From an optimization exercise on the open Yosys and OpenROAD flow, aimed at small area, a short achievable clock period and few clock cycles; shortcuts taken in it are not production practice.
In this exercise RTL edits were held to simulation tests only and were not proved equivalent to the original.

==> flow/design.v (outline; a module is shown in full before it is edited, if it fits) <==
// module be_rank: 1496 lines
module be_rank #(
    parameter N  = 32,
    parameter IW = 5                  
) (
    input  wire          clk,
    input  wire          rst,         
    input  wire [1:0]    cfg_mode,
    input  wire          cfg_sigma_neg,    
    input  wire [7:0]    cfg_wv,
    input  wire [7:0]    cfg_wh,
    input  wire [7:0]    cfg_wt,
    input  wire [7:0]    cfg_wl,
    input  wire [3:0]    cfg_shift,
    input  wire [15:0]   cfg_vrefc,
    input  wire [7:0]    cfg_tavgp,        
    input  wire          in_valid,
    output wire          in_ready,
    input  wire          in_last,
    input  wire [15:0]   in_vcap,
    input  wire [7:0]    in_temp,          
    input  wire [9:0]    in_life,
    input  wire          in_ins,           
    input  wire          in_obs,           
    output wire          out_valid,
    input  wire          out_ready,
    output wire          out_last,
    output wire          out_unranked,
    output wire [IW-1:0] out_rank,
    output wire [15:0]   out_score
);
  // ...
==> flow/flow/run.sh <==
#!/bin/bash
# Standard layout, with the port buffers made from buf_2 cells and clock
# tree synthesis without dummy loads.
set -euo pipefail
export BUFFER_PORTS_ARGS="-buffer_cell sky130_fd_sc_hd__buf_2"
export CTS_ARGS="-sink_clustering_enable -repair_clock_nets -sink_clustering_size 25 -sink_clustering_max_diameter 150 -dont_use_dummy_load"
bash standard.sh > standard.log 2>&1
==> flow/standard.sh <==
#!/bin/bash
# synth_recipe.tcl (not shown) runs the flow's synth.tcl, then flattens the netlist and writes it again
# the make line also repeats each setting of config.mk as NAME=value (left out here)
make -C /OpenROAD-flow-scripts/flow DESIGN_CONFIG=/design/flow/config.mk WORK_HOME=/design/flow/orfs CLKGATE_MAP_FILE= SYNTH_SCRIPT=/design/flow/synth_recipe.tcl "${@:-finish}"
==> flow/config.mk <==
export PLATFORM = sky130hd
export DESIGN_NAME = be_rank
export DESIGN_NICKNAME = be_rank
export VERILOG_FILES = /design/flow/design.v
export SDC_FILE = /design/flow/constraint.sdc
export NUM_CORES = 4
export LEC_CHECK = 0
export CAP_MARGIN = 20
export CORE_MARGIN = 2
export CORE_UTILIZATION = 65
export CTS_CLUSTER_DIAMETER = 60
export CTS_CLUSTER_SIZE = 30
export SLEW_MARGIN = 20
==> flow/constraint.sdc <==
create_clock -name core_clock -period 27.0 [get_ports {clk}]
set_input_delay 5.4000 -clock core_clock [delete_from_list [all_inputs] [get_ports {clk}]]
set_output_delay 5.4000 -clock core_clock [all_outputs]
set_load 0.01 [all_outputs]
==> qor.yml, run 1 <==
drt:
  drt_first_pass_iters: 7
  routed.top_layer: "met4"
  met3_length_um: 7968
hold_path:
  hp-class: "reg2reg"
  hold_path_end: "rl[6]"
cells_and_area:
  fin_util_pct: 69.49
  fin_area_um2: 67400
placed_design:
  placed_cells: 6930
  gp_congestion: 0.9218
synthesis:
  ys_seq_elements: 1430
  synth_nets: 6312
  synth.most_common_cell: "dfxtp_1"
  synth_commonest_cells: "dfxtp_1, inv_1, fa_1"
  muxShareOfSynthArea_pct: 1.574
clocking:
  clkTransAtPathRegs_ns: 0.09
  clk_latency_ns: 0.67
  cts_max_level: 3
  ctsHoldBuffers: 0
setup_path:
  cp_cell_sequence: "a22oi_1 > nand4_1 > and2_1 > ha_1 > ha_1 > fa_1 > a21o_1 > a21o_1 > a21o_1 > a21oi_1 > o21bai_1 > a21oi_1 > o211ai_1 > o31ai_1 > a31oi_1 > o211ai_1 > a21oi_1 > a21oi_1 > xor2_1 > nor2_1"
  ff2ff_path_depth: 20
  cpMostUsedCell: "a21oi_1"
sta:
  fmax_mhz: 150.8
outcome:
  status: "complete, no violations"
grt:
  met2_usage_pct: 46.03
Testbench counts, summed over its fixed seeds: cycles 12,576.
==> run 2, diff against run 1 <==
--- a/flow/design.v
+++ b/flow/design.v
@@ -1090,18 +1090,17 @@
     end
     reg  [KW-1:0] acc_off;
     reg  [3:0]    acc_shift;
     reg           acc_full;
     reg           run;
     reg  [7:0]    bsel;         
     reg  [KW-1:0] o_off;
     reg  [3:0]    o_shift;
-    wire       selv = |(j_wv & bsel);
-    wire       selt = |(j_wt & bsel);
+    reg        selv, selt;    
     wire [KW-1:0] of_a = {acc_off[KW-2:0], 1'b0};
     wire [KW-1:0] of_b = selv ? {{10{s}}, j_vrefc} : {KW{1'b0}};
     wire [KW-1:0] of_c = selt ? {{(KW-8){j_tavgp[7]}}, j_tavgp} : {KW{1'b0}};
     wire          of_i = selv & s;
     wire [KW-1:0] off_step;
     wire of_0 = of_a[0] ^ of_b[0];
     wire of_1 = of_a[0] & of_b[0];
     wire of_2 = of_a[1] ^ of_b[1];
@@ -1404,23 +1403,27 @@
         if (rst_q) begin
             run      <= 1'b0;
             acc_full <= 1'b0;
             o_valid  <= 1'b0;
         end else begin
             if (run) begin
                 acc_off <= off_step;
                 bsel    <= {1'b0, bsel[7:1]};
+                selv    <= |(j_wv & {1'b0, bsel[7:1]});
+                selt    <= |(j_wt & {1'b0, bsel[7:1]});
                 if (bsel[0]) begin
                     run      <= 1'b0;
                     acc_full <= 1'b1;
                 end
             end else if (jbusy & ~acc_full) begin
                 run       <= 1'b1;
                 bsel      <= 8'h80;
+                selv      <= j_wv[7];
+                selt      <= j_wt[7];
                 acc_off   <= {KW{1'b0}};
                 acc_shift <= j_shift;
             end
             if (last_out | ~o_valid) begin
                 o_valid <= acc_full;
                 if (acc_full) begin
                     o_off    <= acc_off;
                     o_shift  <= acc_shift;
==> flow/config.mk (replaced) <==
export PLATFORM = sky130hd
export DESIGN_NAME = be_rank
export DESIGN_NICKNAME = be_rank
export VERILOG_FILES = /design/flow/design.v
export SDC_FILE = /design/flow/constraint.sdc
export NUM_CORES = 4
export LEC_CHECK = 0
export CAP_MARGIN = 20
export CORE_MARGIN = 2
export CORE_UTILIZATION = 75
export CTS_CLUSTER_DIAMETER = 60
export CTS_CLUSTER_SIZE = 30
export PLACE_DENSITY = 0.85
export SLEW_MARGIN = 20
==> run 2 against run 1 <==
  * Still clean
  * First-iteration DRC count is 16% higher
  * Cell area is 0.64% higher
  * Synthesized cell count up 4.1%
  * Sequential cell count is 2 higher
  * Sequential share of layout area fell by 0.21 points
  * Setup slack better by 0.068 ns
  * Count of clock-buffer cells in the layout unchanged
  * Synthesized area increased by 1.0%
  * Via count is 6.6% higher
  * Cell count is 0.99% higher
  * Critical endpoint is now out_score[3]
==> qor.yml, run 2 <==
cells_and_area:
  fillers: 5356  # was 7305
  syn_to_final_growth_pct: 5.170  # was 5.593%
  regMostFlops: "rk"  # unchanged
  finalNonFillerCells: 7067  # was 6998
  final_common_cell: "dfxtp_1"  # unchanged
  final_cell_mix: "dfxtp_1, inv_1, fa_1"  # unchanged
  layout-drive-gt1-share_pct: 6.133  # was 7.113%
  largest_reg_flops: 832  # unchanged
  fin_util_pct: 79.66  # was 69.49%
  largestRegisters: "rk (832), rr (160), rl (32)"  # unchanged
  nNetsFinal: 6559  # was 6362
setup_path:
  critPathRequiredTime_ns: 21.60  # was 27.38 ns
  end_kind: "output port"  # was flip-flop
  max_stage_delay_ns: 0.38  # was 0.73 ns
  critPathSlowestCell: "edfxtp_1"  # unchanged
  start_kind: "flip-flop"  # unchanged
  critPathArrivalTime_ns: 1.16  # was 7.01 ns
  crit_buf_inv: 1  # was 0
  path_max_fanout: 1  # was 18
  path_class: "reg2out"  # was reg2reg
  crit_family: "flip-flops"  # was compound AO/OA/AOI/OAI gates
  cp_cell_sequence: "buf_2"  # was a22oi_1 > nand4_1 > and2_1 > ha_1 > ha_1 > fa_1 > a21o_1 > a21o_1 > a21o_1 > a21oi_1 > o21bai_1 > a21oi_1 > o211ai_1 > o31ai_1 > a31oi_1 > o211ai_1 > a21oi_1 > a21oi_1 > xor2_1 > nor2_1
placed_design:
  placed_cells: 6996  # was 6930
  gp_congestion: 0.9473  # was 0.9218
  place_ws_ns: 20.44  # was 20.38 ns
  dp_hpwl_um: 112900  # was 110900 um
  portBuffers: 128  # unchanged
clocking:
  max-clock-path-buffers: 3  # unchanged
  cts_post_setup_buffers_inserted: 0  # unchanged
  clk_latency_ns: 0.66  # was 0.67 ns
  cts_tree: "yes"  # unchanged
  cts-root-buf: "clkbuf_16"  # unchanged
  cts_buffers: 67  # unchanged
  ctsHoldBuffers: 0  # unchanged
  cts.sinks: 1432  # was 1430
  clkTransAtPathRegs_ns: 0.09  # about the same
  cts_max_level: 3  # unchanged
  cts_resized: 0  # unchanged
floorplanning:
  core-area_um2: 85150  # was 96990 um^2
  pin_count: 129  # unchanged
  initial_core_util_pct: 75.75  # was 65.81%
  die_w_um: 297.2  # was 317.4 um
  die_h_um: 297.2  # was 317.4 um
  die-area_um2: 88350  # was 100700 um^2
  rows: 107  # was 114
sta:
  hold_violations: 0  # unchanged
  rsz0062_at_grt: "false"  # unchanged
  setup_viol: 0  # unchanged
  min_period_over_period_pct: 24.31  # was 24.56%
  slew_viol_final: 0  # unchanged
  finalCriticalPeriod_ns: 6.564  # was 6.632 ns
  fmax_mhz: 152.3  # was 150.8 MHz
  finalSetupTns_ns: 0  # unchanged
  slew_headroom_pct: 24.93  # was 27.53%
  worst_slew_pin_slew_ns: 1.123  # was 1.087 ns
  skew_ns: 0.06813  # was 0.07444 ns
  fin_ws_ns: 20.44  # was 20.37 ns
synthesis:
  yosys.area.top_type: "dfxtp_1"  # unchanged
  synth_commonest_cells: "dfxtp_1, inv_1, fa_1"  # unchanged
  netlist_instances: 5909  # was 5674
  synth.most_common_cell: "dfxtp_1"  # unchanged
  synth_top_cell_area_share_pct: 34.83  # was 35.19%
  postSynthAreaPerCell_um2: 10.91  # was 11.25 um^2
  ys_top_cells_by_area: "dfxtp_1, edfxtp_1, fa_1"  # unchanged
  synth_flop_cell: "dfxtp_1"  # unchanged
  ys_seq_elements: 1432  # was 1430
  ys_types: 83  # was 93
  synthesis.area_um2: 64500  # was 63830 um^2
  yosys_warnings: 3  # unchanged
  seq_area_frac_synth_pct: 49.26  # was 49.68%
  synth_nets: 6547  # was 6312
  synth-edff-count: 310  # was 308
  postSynth.asyncResetShare_pct: 0  # unchanged
drt:
  viasPerCell: 6.178  # was 5.852
  post_drt_wl_per_cell_um: 21.55  # was 21.27 um
  num_vias: 43660  # was 40.95k
  drt_iter0_drc: 3932  # was 3398
  ant_nets: 0  # unchanged
  drt_first_pass_iters: 8  # was 7
  route.detailed.drc: 0  # unchanged
  drt_wl_total_um: 152300  # was 148800 um
grt:
  grt.total_usage_pct: 34.55  # was 29.78%
  grt_first_pass_wirelength_um: 242200  # was 231800 um
  antenna_found_initial: 4  # was 2
  grt_max_degree: 73  # was 58
  grt_remaining_overflow: 0  # unchanged
  grt_pass1_vias: 44080  # was 39.97k
outcome:
  status: "complete, no violations"  # unchanged
flow_run:
  drv_cap: 0  # unchanged
hold_path:
  hp-class: "reg2reg"  # unchanged
[run 2: worst paths after layout]
kind | start | endpoint | slack (ns) | depth (start not counted)
min | rk[26][0] | rk[27][0] | 0.29 | 0
max | ob_d[3] | out_score[3] | 20.44 | 1
min reg2reg | rk[26][0] | rk[27][0] | 0.29 | 0
max reg2reg | jc[2] | rdy_q | 20.86 | 22
[run 2: logic make-up after synthesis]
logic type | after synthesis | share of synthesized area (%)
XOR/XNOR | 222 | 3.015
AND/OR/NAND/NOR | 1417 | 11.17
multiplexers | 56 | 0.9894
AO/OA/AOI/OAI | 1071 | 11.29
flip-flops | 1432 | 49.26
adder cells (fa/ha/maj) | 873 | 19.39
buffers and inverters | 838 | 4.893
[run 2: per-layer routing]
layer	up-vias	GRT usage [%]	part of all wire [%]
met1	21370	45.90	41
met5	-	0	0.028
met4	6	13.96	4.1
li1	20230	-	-
met2	1686	57.10	47
met3	377	5.492	7.1
[run 2: metrics by stage]
step | hold slack (ns) | cell area [um^2]
after floorplan | 0.3096 | 64500
after CTS | 0.2936 | 67810
final | 0.2919 | 67830
after detailed placement | 0.3128 | 66130
after global placement | 0.3105 | 66130
after global routing | 0.2906 | 67820
[run 2: area by class of cell]
cell class / count / area, um^2 / share of cell area, %
antenna: 4 / 10.01 / 0.01476
clock buffer: 67 / 1677 / 2.472
inverter: 594 / 2230 / 3.287
multi-input combinational: 3639 / 29630 / 43.68
sequential: 1432 / 31770 / 46.84
tap: 1144 / 1431 / 2.110
timing repair buffer: 187 / 1084 / 1.597
Testbench counts of run 2, summed over its fixed seeds: cycles 12,576.
==> run 3, diff against run 2 <==
--- a/flow/config.mk
+++ b/flow/config.mk
@@ -9,6 +9,5 @@
 export CORE_MARGIN = 2
-export CORE_UTILIZATION = 75
+export CORE_UTILIZATION = 80
 export CTS_CLUSTER_DIAMETER = 60
 export CTS_CLUSTER_SIZE = 30
-export PLACE_DENSITY = 0.85
 export SLEW_MARGIN = 20
==> run 3 against run 2 <==
  * Critical path depth did not move
  * Hold slack improved by 0.0084 ns
  * Wire length up 3.6%
  * Global-route usage grew 3.6 points
  * Clock skew increased by 0.00085 ns
  * Cell area decreased by 0.18%
  * Synthesized cell count unchanged
  * Die area fell by 6.2%
  * Via count is 1.8% higher
  * Synthesized area unchanged
==> qor.yml, run 3 <==
drt:
  num_vias: 44460  # was 43.66k
  ant_nets: 0  # unchanged
  viasPerCell: 6.372  # was 6.178
  post_drt_wl_per_cell_um: 22.61  # was 21.55 um
  drt_first_pass_iters: 12  # was 8
  route.detailed.drc: 0  # unchanged
  drt_iter0_drc: 4236  # was 3932
  drt_wl_total_um: 157800  # was 152300 um
synthesis:
  synth_commonest_cells: "dfxtp_1, inv_1, fa_1"  # unchanged
  yosys_warnings: 3  # unchanged
  postSynthAreaPerCell_um2: 10.91  # unchanged
  synth_nets: 6547  # unchanged
  yosys.area.top_type: "dfxtp_1"  # unchanged
  ys_top_cells_by_area: "dfxtp_1, edfxtp_1, fa_1"  # unchanged
  ys_seq_elements: 1432  # unchanged
  synth-edff-count: 310  # unchanged
  synth_flop_cell: "dfxtp_1"  # unchanged
  seq_area_frac_synth_pct: 49.26  # unchanged
  synth_top_cell_area_share_pct: 34.83  # unchanged
  netlist_instances: 5909  # unchanged
  postSynth.asyncResetShare_pct: 0  # unchanged
  synthesis.area_um2: 64500  # unchanged
  synth.most_common_cell: "dfxtp_1"  # unchanged
  ys_types: 83  # unchanged
setup_path:
  critPathRequiredTime_ns: 21.60  # about the same
  ff2ff_path_depth: 22  # unchanged
  r2r_slack_ns: 20.72  # was 20.86 ns
  end_kind: "output port"  # unchanged
  path_class: "reg2out"  # unchanged
  path_max_fanout: 1  # unchanged
  crit_buf_inv: 1  # unchanged
  r2r-start: "jc[2]"  # unchanged
  cp_cell_sequence: "buf_2"  # unchanged
  critPathArrivalTime_ns: 1.20  # was 1.16 ns
  max_stage_delay_ns: 0.39  # was 0.38 ns
  start_kind: "flip-flop"  # unchanged
  critPathSlowestCell: "edfxtp_1"  # unchanged
  cp_num_cells: 1  # unchanged
  reg2reg_to: "rdy_q"  # unchanged
  crit_family: "flip-flops"  # unchanged
placed_design:
  dp_hpwl_um: 115600  # was 112900 um
  gp_congestion: 0.9440  # was 0.9473
  portBuffers: 128  # unchanged
  dpl_cell_area_um2: 66020  # was 66130 um^2
  placed_cells: 6911  # was 6996
cells_and_area:
  finalNonFillerCells: 6978  # was 7067
  final_cell_mix: "dfxtp_1, inv_1, fa_1"  # unchanged
  fillers: 4485  # was 5356
  layout-drive-gt1-share_pct: 6.117  # was 6.133%
  regMostFlops: "rk"  # unchanged
  antennaDiodeCount: 0  # was 4
  largest_reg_flops: 832  # unchanged
  fin_area_um2: 67710  # was 67830 um^2
  final_common_cell: "dfxtp_1"  # unchanged
  nNetsFinal: 6558  # was 6559
  syn_to_final_growth_pct: 4.980  # was 5.170%
  largestRegisters: "rk (832), rr (160), rl (32)"  # unchanged
sta:
  slew_viol_final: 0  # unchanged
  hold_violations: 0  # unchanged
  skew_ns: 0.06898  # was 0.06813 ns
  finalCriticalPeriod_ns: 6.599  # was 6.564 ns
  rsz0062_at_grt: "false"  # unchanged
  slew_headroom_pct: 24.14  # was 24.93%
  worst_slew_pin_slew_ns: 1.109  # was 1.123 ns
  fmax_mhz: 151.5  # was 152.3 MHz
  min_period_over_period_pct: 24.44  # was 24.31%
  setup_viol: 0  # unchanged
  finalSetupTns_ns: 0  # unchanged
clocking:
  max-clock-path-buffers: 3  # unchanged
  cts-root-buf: "clkbuf_16"  # unchanged
  cts.sinks: 1432  # unchanged
  cts_buffers: 67  # unchanged
  clk_latency_ns: 0.67  # was 0.66 ns
  clkTransAtPathRegs_ns: 0.10  # was 0.09 ns
  cts_post_setup_buffers_inserted: 0  # unchanged
  cts_tree: "yes"  # unchanged
  cts_max_level: 3  # unchanged
  ctsHoldBuffers: 0  # unchanged
  cts_resized: 0  # unchanged
floorplanning:
  die_h_um: 287.9  # was 297.2 um
  pin_count: 129  # unchanged
  die-area_um2: 82910  # was 88350 um^2
  initial_core_util_pct: 80.46  # was 75.75%
  die_w_um: 287.9  # was 297.2 um
  core-area_um2: 80160  # was 85150 um^2
  rows: 104  # was 107
flow_run:
  drv_cap: 0  # unchanged
grt:
  grt_first_pass_wirelength_um: 247200  # was 242200 um
  grt_max_degree: 73  # unchanged
  grt.total_usage_pct: 38.16  # was 34.55%
  antenna_found_initial: 2  # was 4
  grt_remaining_overflow: 0  # unchanged
  grt_pass1_vias: 44710  # was 44.08k
outcome:
  status: "complete, no violations"  # unchanged
hold_path:
  hold_path_depth: 0  # unchanged
  hp-class: "reg2reg"  # unchanged
  hold_start: "rl[20]"  # was rk[26][0]
  hold_path_end: "rl[21]"  # was rk[27][0]
==> run 3: through the flow <==
stage	setup WS [ns]	util, %	hold slack, ns
detailed placement	20.39	82.36	0.3128
finish	20.40	84.47	0.3003
global placement	20.48	82.36	0.3123
CTS	20.37	84.45	0.3033
floorplan	20.46	-	0.3096
global route	20.34	84.47	0.3024
==> run 3: routing by layer <==
metal,vias to the layer above,track usage [%],wire [um]
met5,-,0,13
met4,2,15.47,7223
met3,471,6.585,12570
met2,2069,63.27,75330
met1,21700,50.17,62630
li1,20220,-,-
==> run 3: logic make-up after synthesis <==
family	Yosys count	share of synthesized area, %
simple gates	1417	11.17
xor+xnor	222	3.015
mux	56	0.9894
compound gates	1071	11.29
flops	1432	49.26
fa+ha+maj	873	19.39
buf+inv	838	4.893
==> run 3: worst max-delay path by stage <==
stage / startpoint / endpoint / slack [ns]
2_1_floorplan: cfg_sigma_neg / j_vrefc[10] / 20.46
3_3_place_gp: cfg_mode[0] / j_wh[3] / 20.48
3_5_place_dp: cfg_mode[0] / j_wh[5] / 20.39
4_1_cts: ob_d[1] / out_score[1] / 20.37
5_1_grt: ob_d[1] / out_score[1] / 20.34
6_report: ob_d[1] / out_score[1] / 20.40
==> run 3: layout make-up <==
cell class / instances / area (um^2) / area share [%]
Clock buffer: 67 / 1677 / 2.476
Sequential cell: 1432 / 31770 / 46.92
Timing Repair Buffer: 186 / 1076 / 1.589
Multi-Input combinational cell: 3639 / 29630 / 43.76
Tap cell: 1060 / 1326 / 1.959
Inverter: 594 / 2230 / 3.293
==> run 4, diff against run 3 <==
--- a/flow/config.mk
+++ b/flow/config.mk
@@ -9,3 +9,3 @@
 export CORE_MARGIN = 2
-export CORE_UTILIZATION = 80
+export CORE_UTILIZATION = 65
 export CTS_CLUSTER_DIAMETER = 60
==> run 4 against run 3 <==
  * Still clean on timing, DRC and antenna
  * Cell count increased by 3.3%
  * Core utilization decreased by 15 points
  * Largest cell class unchanged
==> qor.yml, run 4 <==
outcome:
  status: "complete, no violations"  # unchanged
sta:
  finalSetupTns_ns: 0  # unchanged
  slew_headroom_pct: 25.27  # was 24.14%
  fin_ws_ns: 20.40  # about the same
  rsz0062_at_grt: "false"  # unchanged
  worst_slew_pin_slew_ns: 1.119  # was 1.109 ns
  finalCriticalPeriod_ns: 6.596  # was 6.599 ns
  hold_violations: 0  # unchanged
  skew_ns: 0.07552  # was 0.06898 ns
  setup_viol: 0  # unchanged
  slew_viol_final: 0  # unchanged
  fmax_mhz: 151.6  # was 151.5 MHz
  min_period_over_period_pct: 24.43  # was 24.44%
setup_path:
  r2r_slack_ns: 21.30  # was 20.72 ns
  crit_buf_inv: 1  # unchanged
  startpoint: "rdy_q"  # was ob_d[1]
  path_max_fanout: 4  # was 1
  r2r-start: "j_sneg"  # was jc[2]
  cp_cell_sequence: "buf_2"  # unchanged
  ff2ff_path_depth: 13  # was 22
  critPathArrivalTime_ns: 1.20  # about the same
  end_kind: "output port"  # unchanged
  start_kind: "flip-flop"  # unchanged
  critPathSlowestCell: "dfxtp_1"  # was edfxtp_1
  reg2reg_to: "ka[10]"  # was rdy_q
  max_stage_delay_ns: 0.38  # was 0.39 ns
  path_class: "reg2out"  # unchanged
  cp_num_cells: 1  # unchanged
  endpoint: "in_ready"  # was out_score[1]
  crit_family: "flip-flops"  # unchanged
  critPathRequiredTime_ns: 21.60  # about the same
drt:
  ant_nets: 0  # unchanged
  drt_wl_total_um: 150800  # was 157800 um
  drt_iter0_drc: 2882  # was 4236
  drt_first_pass_iters: 6  # was 12
  route.detailed.drc: 0  # unchanged
  viasPerCell: 5.868  # was 6.372
  post_drt_wl_per_cell_um: 20.92  # was 22.61 um
  num_vias: 42310  # was 44.46k
clocking:
  cts_max_level: 3  # unchanged
  clkTransAtPathRegs_ns: 0.10  # about the same
  ctsHoldBuffers: 0  # unchanged
  cts_buffers: 67  # unchanged
  cts_resized: 0  # unchanged
  cts_tree: "yes"  # unchanged
  cts.sinks: 1432  # unchanged
  max-clock-path-buffers: 3  # unchanged
  cts-root-buf: "clkbuf_16"  # unchanged
  clk_latency_ns: 0.67  # about the same
  cts_post_setup_buffers_inserted: 0  # unchanged
cells_and_area:
  syn_to_final_growth_pct: 5.473  # was 4.980%
  fin_area_um2: 68030  # was 67710 um^2
  largestRegisters: "rk (832), rr (160), rl (32)"  # unchanged
  nNetsFinal: 6561  # was 6558
  largest_reg_flops: 832  # unchanged
  final_cell_mix: "dfxtp_1, inv_1, fa_1"  # unchanged
  layout-drive-gt1-share_pct: 6.164  # was 6.117%
  regMostFlops: "rk"  # unchanged
  final_common_cell: "dfxtp_1"  # unchanged
  fin_util_pct: 69.12  # was 84.47%
synthesis:
  synthesis.area_um2: 64500  # unchanged
  seq_area_frac_synth_pct: 49.26  # unchanged
  synth-edff-count: 310  # unchanged
  yosys.area.top_type: "dfxtp_1"  # unchanged
  ys_types: 83  # unchanged
  synth_nets: 6547  # unchanged
  synth_simple_gate_area_share_pct: 11.17  # unchanged
  synth-compound-area-share_pct: 11.29  # unchanged
  yosys_warnings: 3  # unchanged
  synth_top_cell_area_share_pct: 34.83  # unchanged
  ys_top_cells_by_area: "dfxtp_1, edfxtp_1, fa_1"  # unchanged
  postSynth.asyncResetShare_pct: 0  # unchanged
  postSynthAreaPerCell_um2: 10.91  # unchanged
  synth_top_family_by_area: "adder cells"  # unchanged
  synth_commonest_cells: "dfxtp_1, inv_1, fa_1"  # unchanged
  ys_seq_elements: 1432  # unchanged
  synthXorXnorAreaFrac_pct: 3.015  # unchanged
  synth.most_common_cell: "dfxtp_1"  # unchanged
  netlist_instances: 5909  # unchanged
  synthAdderAreaFrac_pct: 19.39  # unchanged
  synth_flop_cell: "dfxtp_1"  # unchanged
  muxShareOfSynthArea_pct: 0.9894  # unchanged
grt:
  antenna_found_initial: 1  # was 2
  grt_max_degree: 63  # was 73
  grt_pass1_vias: 42350  # was 44.71k
  grt_first_pass_wirelength_um: 240100  # was 247200 um
  grt.total_usage_pct: 29.91  # was 38.16%
  grt_remaining_overflow: 0  # unchanged
floorplanning:
  die_w_um: 319  # was 287.9 um
  die_h_um: 319  # was 287.9 um
  initial_core_util_pct: 65.53  # was 80.46%
  rows: 115  # was 104
  pin_count: 129  # unchanged
  die-area_um2: 101800  # was 82910 um^2
  core-area_um2: 98420  # was 80160 um^2
placed_design:
  dpl_cell_area_um2: 66330  # was 66020 um^2
  dp_hpwl_um: 112300  # was 115600 um
  gp_congestion: 0.9046  # was 0.9440
  portBuffers: 128  # unchanged
  place_ws_ns: 20.38  # was 20.39 ns
hold_path:
  hp-class: "reg2reg"  # unchanged
  hold_start: "rk[15][11]"  # was rl[20]
flow_run:
  drv_cap: 0  # unchanged
==> run 4: metrics by stage <==
step           std cells  hold slack, ns
4_1_cts             7208          0.3187
3_5_place_dp        7141          0.3121
6_report            7211          0.3199
2_1_floorplan       5909          0.3096
5_1_grt             7209          0.3302
3_3_place_gp        7141          0.3124
==> run 4: cells by family after synthesis <==
group	count (synthesis)
flops	1432
simple gates	1417
compound gates	1071
fa+ha+maj	873
buf+inv	838
xor+xnor	222
mux	56
==> run 4: worst min path at each step <==
stage                       to  depth (start not counted)
detailed placement      rl[18]                          0
global route        rk[16][11]                          0
finish              rk[16][11]                          0
global placement        rl[20]                          0
CTS                 rk[16][11]                          0
floorplan               rl[10]                          0
==> run 4: cell type report <==
type | count | area (um^2)
flip-flops and latches | 1432 | 31770
diodes | 3 | 7.507
inverters | 594 | 2230
multi-input cells | 3639 | 29630
repair buffers | 189 | 1099
well taps | 1287 | 1610
fillers | 7569 | 30390
clock buffers | 67 | 1677
==> run 4: per-layer routing <==
layer / track usage (%) / vias to the layer above / routed length (um)
met5: 0 / - / 0
met4: 9.088 / 0 / 4356
met3: 4.210 / 257 / 7990
met2: 48.98 / 1130 / 70290
met1: 41.51 / 20730 / 68190
li1: - / 20200 / -

re-timing with driven ports:
In the flow no input, the clock included, has a driving cell. The finished layouts below were timed again as built, in two steps.
Step 1 assumes that a clkbuf_16 drives the clock port and a buf_2 every other input.
Step 2 also shifts input and output timing later by t, the mid clock arrival at the registers, as if the neighbouring blocks saw the same clock.
Slacks: no drivers / after step 1 / after step 2; pairs: no drivers / after step 1.
| run | t (ns) | setup WS [ns] | worst register clock-pin slew, ns | cell pins on the clock port's net |
|---|---|---|---|---|
| run 1 | 0.715 | 20.368 / 20.335 / 20.368 | 0.10 / 0.10 | 1 |
| run 2 | 0.700 | 20.436 / 20.364 / 20.447 | 0.11 / 0.11 | 1 |
| run 3 | 0.707 | 20.401 / 20.327 / 20.392 | 0.11 / 0.11 | 1 |
| run 4 | 0.711 | 20.404 / 20.325 / 20.415 | 0.12 / 0.12 | 1 |
After both steps setup and hold are still met in every run listed. The setup slack of run 3, which loses most, moves by -0.074 ns with the drivers and by -0.009 ns with both steps.
